Context: an optimization exercise on an open-source flow, tuned for small area, a short achievable clock period and few clock cycles per item. The choices shown serve that exercise and are no tape-out recipe.
The RTL was checked by simulation tests, not by an equivalence proof against the original design.
Power and IR drop assume default switching activity.

==> module steer_hash, before the edit <==
module steer_hash (
    input              clk,
    input              rst,         
    input              start,       
    input      [63:0]  in_cfg,      
    input      [639:0] in_key,      
    input      [319:0] in_tkey,     
    output reg         done,        
    output     [31:0]  hash
);
    localparam integer K   = 2;                  
    localparam integer QB  = 16 * K;             
    localparam integer NST = (18 + K - 1) / K;   
    localparam [31:0] CRC_POLY = 32'h82F6_3B78;    
    function [31:0] crc_col(input integer t);
        reg [31:0] v;
        reg        fb;
        integer    n;
        begin
            v = 32'd0;
            for (n = 0; n < QB; n = n + 1) begin
                fb = v[0] ^ (n == t);
                v  = (v >> 1) ^ (fb ? CRC_POLY : 32'd0);
            end
            crc_col = v;
        end
    endfunction
    function [31:0] pad_init(input integer p);
        reg [31:0] c;
        integer    n;
        begin
            c = 32'hFFFF_FFFF;
            for (n = 0; n < 16 * p; n = n + 1)
                c = {c[30:0] ^ (c[31] ? CRC_POLY[30:0] : 31'd0), c[31]};
            pad_init = ~c;
        end
    endfunction
    function integer msg_pos(input integer q);
        integer b;
        begin
            b = 15 - (q % 16);
            msg_pos = 16 * (q / 16) + ((b >= 8) ? (b - 8) : (b + 8));
        end
    endfunction
    function [K-1:0] tcomb(input [K-1:0] a, input [K-1:0] b);
        integer x, y;
        begin
            tcomb = a | b;
            for (x = 1; x < K; x = x + 1)
                for (y = 1; x + y <= K; y = y + 1)
                    tcomb[x+y-1] = tcomb[x+y-1] | (a[x-1] & b[y-1]);
        end
    endfunction
    reg            busy;
    reg            func;         
    reg  [39:0]    rem;          
    reg  [NST-1:0] step;         
    reg  [QB-1:0]  dat;          
    reg  [63:0]    win;          
    reg  [31:0]    acc;          
    wire [39:0]    in_mask = in_cfg[55:16] & {40{in_cfg[63]}};
    wire           c_func  = busy ? func : in_cfg[62];
    wire [39:0]    c_mask  = busy ? rem : in_mask;
    wire [NST-1:0] c_step  = busy ? step : {{(NST-1){1'b0}}, 1'b1};
    wire [5:0]     pnum  = {5'd0, in_cfg[63] & ^in_cfg[55:16]};
    wire           empty = ~in_cfg[63] | ~|in_cfg[55:16];
    integer        s, h, lv;
    reg  [K-1:0]   pad;          
    reg  [31:0]    init;         
    integer        p;
    always @(*) begin
        for (p = 0; p < K; p = p + 1)
            pad[p] = busy ? (p == 0) : ((in_cfg[62] ? 6'd0 : pnum) == p);
        init = 32'd0;
        if (!in_cfg[62]) begin
            if (empty)
                init = pad_init(K);      
            else
                for (p = 1; p < K; p = p + 1)
                    init = init | (pad_init(p) & {32{pad[p]}});
        end
    end
    wire [K-1:0] pre [0:6][0:39];
    genvar g, l;
    generate
        for (g = 0; g < 40; g = g + 1) begin : g_leaf
            assign pre[0][g] = (g == 0) ? {K{1'b0}} : {{(K-1){1'b0}}, c_mask[g-1]};
        end
        for (l = 0; l < 6; l = l + 1) begin : g_lvl
            for (g = 0; g < 40; g = g + 1) begin : g_pos
                if ((g >> l) & 1)
                    assign pre[l+1][g] = tcomb(pre[l][((g >> l) << l) - 1], pre[l][g]);
                else
                    assign pre[l+1][g] = pre[l][g];
            end
        end
    endgenerate
    reg  [15:0]    dr [0:K-1];
    reg  [15:0]    ds [0:K-1];
    reg  [QB-1:0]  c_dat;
    reg  [39:0]    rest;
    reg  [K:0]     th;
    integer        i;
    always @(*) begin
        for (i = 0; i < K; i = i + 1) dr[i] = 16'd0;
        for (s = 0; s < 40; s = s + 1) begin
            th = {pre[6][s], 1'b1};
            for (i = 0; i < K; i = i + 1)
                if (c_mask[s] && th[i] && !th[i+1])
                    dr[i] = dr[i] | in_key[639 - 16*s -: 16];
        end
        for (i = 0; i < K; i = i + 1) begin
            ds[i] = 16'd0;
            for (p = 0; p <= i; p = p + 1)
                if (pad[p]) ds[i] = ds[i] | dr[i-p];
            c_dat[QB-1-16*i -: 16] = ds[i];
        end
        rest = 40'd0;
        for (s = 0; s < 40; s = s + 1) begin
            th = {pre[6][s], 1'b1};
            for (p = 0; p < K; p = p + 1)
                if (pad[p] && th[K-p]) rest[s] = c_mask[s];
        end
    end
    reg  [2:0]     sc [0:63];
    always @(*) begin
        for (s = 0; s < 64; s = s + 1)
            sc[s] = (s < 40) ? {2'b00, c_mask[s]} : 3'd0;
        for (lv = 32; lv >= 1; lv = lv / 2)
            for (h = 0; h < lv; h = h + 1)
                sc[h] = {sc[2*h][2] | sc[2*h+1][2] | (sc[2*h][1] & sc[2*h+1][0]) | (sc[2*h][0] & sc[2*h+1][1]),
                         sc[2*h][1] | sc[2*h+1][1] | (sc[2*h][0] & sc[2*h+1][0]),
                         sc[2*h][0] | sc[2*h+1][0]};
    end
    wire           more = sc[0][2];
    reg  [31:0]    fetch;
    reg  [63:0]    c_win;
    integer        st;
    always @(*) begin
        fetch = 32'd0;
        for (st = 1; st < NST; st = st + 1)
            fetch = fetch | (in_tkey[319 - 32*(st+1) -: 32] & {32{c_step[st]}});
        if (busy)
            c_win = {win[31:0], fetch & {32{func}}};
        else
            c_win = in_tkey[319:256] & {64{in_cfg[62]}};
    end
    wire [63:0]    wb = win | {64{~func}};
    reg  [31:0]    arr, col;
    integer        q, b, t;
    always @(*) begin
        arr = 32'd0;
        for (q = 0; q < QB; q = q + 1) begin
            col = crc_col(msg_pos(q));
            for (b = 0; b < 32; b = b + 1)
                arr[b] = arr[b] ^ (dat[QB-1-q] & (col[b] ? wb[32-q+b] : win[32-q+b]));
        end
    end
    wire [31:0]    nxt = arr ^ (func ? acc : 32'hFFFF_FFFF);
    wire [31:0]    c_acc = busy ? nxt : init;
    reg  [QB-1:0]  n_dat;
    always @(*) begin
        for (q = 0; q < QB; q = q + 1) begin
            t = msg_pos(q);
            n_dat[QB-1-q] = c_dat[QB-1-q] ^ ((t < 32) ? (~c_func & ~c_acc[t]) : 1'b0);
        end
    end
    always @(posedge clk) begin
        if (rst) begin
            busy <= 1'b0;
            done <= 1'b0;
        end else begin
            done <= 1'b0;
            if (start || busy) begin
                busy <= more;
                done <= ~more;
            end
        end
        func <= c_func;
        rem  <= rest;
        step <= c_step << 1;
        dat  <= n_dat;
        win  <= c_win;
        acc  <= c_acc;
    end
    assign hash = nxt;
endmodule
==> flow/config.mk <==
export PLATFORM = sky130hd
export DESIGN_NAME = steer_hash
export DESIGN_NICKNAME = steer_hash
export VERILOG_FILES = /design/flow/design.v
export SDC_FILE = /design/flow/constraint.sdc
export NUM_CORES = 4
export LEC_CHECK = 0
export CAP_MARGIN = 20
export CELL_PAD_IN_SITES_DETAIL_PLACEMENT = 1
export CELL_PAD_IN_SITES_GLOBAL_PLACEMENT = 2
export CORE_AREA = 5 5 395 395
export DIE_AREA = 0 0 400 400
export PLACE_DENSITY = 0.4
export SETUP_SLACK_MARGIN = 3.5
export SLEW_MARGIN = 20
==> flow/constraint.sdc <==
create_clock -name core_clock -period 9.0 [get_ports {clk}]
set_input_delay 1.8000 -clock core_clock [delete_from_list [all_inputs] [get_ports {clk}]]
set_output_delay 1.8000 -clock core_clock [all_outputs]
set_load 0.01 [all_outputs]
standard.sh (not shown) runs the stock make flow with config.mk's settings and CLKGATE_MAP_FILE= SYNTH_SCRIPT=/design/flow/synth_recipe.tcl, a recipe that flattens the netlist after the stock synthesis.
==> flow/flow/run.sh <==
#!/bin/bash
# Standard ORFS layout; port buffers use the smallest buffer cell.
set -o pipefail
bash standard.sh "BUFFER_PORTS_ARGS=-buffer_cell sky130_fd_sc_hd__buf_1" finish > standard_flow.log 2>&1
Testbench counts at the start, summed over its fixed seeds: cycles 30,055, hashes 4,800.
==> next run, changes <==
--- a/flow/design.v
+++ b/flow/design.v
@@ -62,9 +62,17 @@
     wire           c_func  = busy ? func : in_cfg[62];
     wire [39:0]    c_mask  = busy ? rem : in_mask;
     wire [NST-1:0] c_step  = busy ? step : {{(NST-1){1'b0}}, 1'b1};
-    wire [5:0]     pnum  = {5'd0, in_cfg[63] & ^in_cfg[55:16]};
-    wire           empty = ~in_cfg[63] | ~|in_cfg[55:16];
+    reg  [2:0]     pc [0:63];
     integer        s, h, lv;
+    always @(*) begin
+        for (s = 0; s < 64; s = s + 1)
+            pc[s] = (s < 40) ? {2'd0, in_mask[s]} : 3'd0;
+        for (lv = 32; lv >= 1; lv = lv / 2)
+            for (h = 0; h < lv; h = h + 1)
+                pc[h] = (pc[2*h] + pc[2*h+1]) % K;
+    end
+    wire [5:0]     pnum  = (K - pc[0]) % K;
+    wire           empty = ~|in_mask;
     reg  [K-1:0]   pad;          
     reg  [31:0]    init;         
     integer        p;
@@ -122,17 +130,6 @@
                 if (pad[p] && th[K-p]) rest[s] = c_mask[s];
         end
     end
-    reg  [2:0]     sc [0:63];
-    always @(*) begin
-        for (s = 0; s < 64; s = s + 1)
-            sc[s] = (s < 40) ? {2'b00, c_mask[s]} : 3'd0;
-        for (lv = 32; lv >= 1; lv = lv / 2)
-            for (h = 0; h < lv; h = h + 1)
-                sc[h] = {sc[2*h][2] | sc[2*h+1][2] | (sc[2*h][1] & sc[2*h+1][0]) | (sc[2*h][0] & sc[2*h+1][1]),
-                         sc[2*h][1] | sc[2*h+1][1] | (sc[2*h][0] & sc[2*h+1][0]),
-                         sc[2*h][0] | sc[2*h+1][0]};
-    end
-    wire           more = sc[0][2];
     reg  [31:0]    fetch;
     reg  [63:0]    c_win;
     integer        st;
@@ -172,8 +169,8 @@
         end else begin
             done <= 1'b0;
             if (start || busy) begin
-                busy <= more;
-                done <= ~more;
+                busy <= |rest;
+                done <= ~|rest;
             end
         end
         func <= c_func;
Effect:
- clock-buffer cell count goes down by 2
- non-clock buffer count came out lower by 5
- combinational power came out higher by a few percent
- die area is unchanged
- total power goes up slightly
Testbench counts after the change, summed over its fixed seeds: cycles 30,055, hashes 4,800.

[what the ideal ports hide]
No port has a modelled driver above. Below, the same layouts with a new extraction and two added sets of constraints.
Step 1, drivers: a clkbuf_16 drives clk and a buf_2 each remaining input, both assumed.
Step 2 also shifts input and output timing later by t, the mid clock arrival at the registers, as if the neighbouring blocks saw the same clock.
Three values: ideal ports, drivers, drivers and shift; two values: the first two.
run | t, ns | setup WS [ns] | worst hold slack (ns)
the first run | 0.609 | 3.242 / 3.199 / 2.590 | 0.478 / 0.478 / 0.478
the second run | 0.642 | 3.331 / 3.361 / 2.719 | 0.466 / 0.466 / 0.466
After both steps every run listed still meets setup and hold. The setup slack of the first run, which loses most, moves by -0.043 ns with the drivers and by -0.652 ns with both steps.
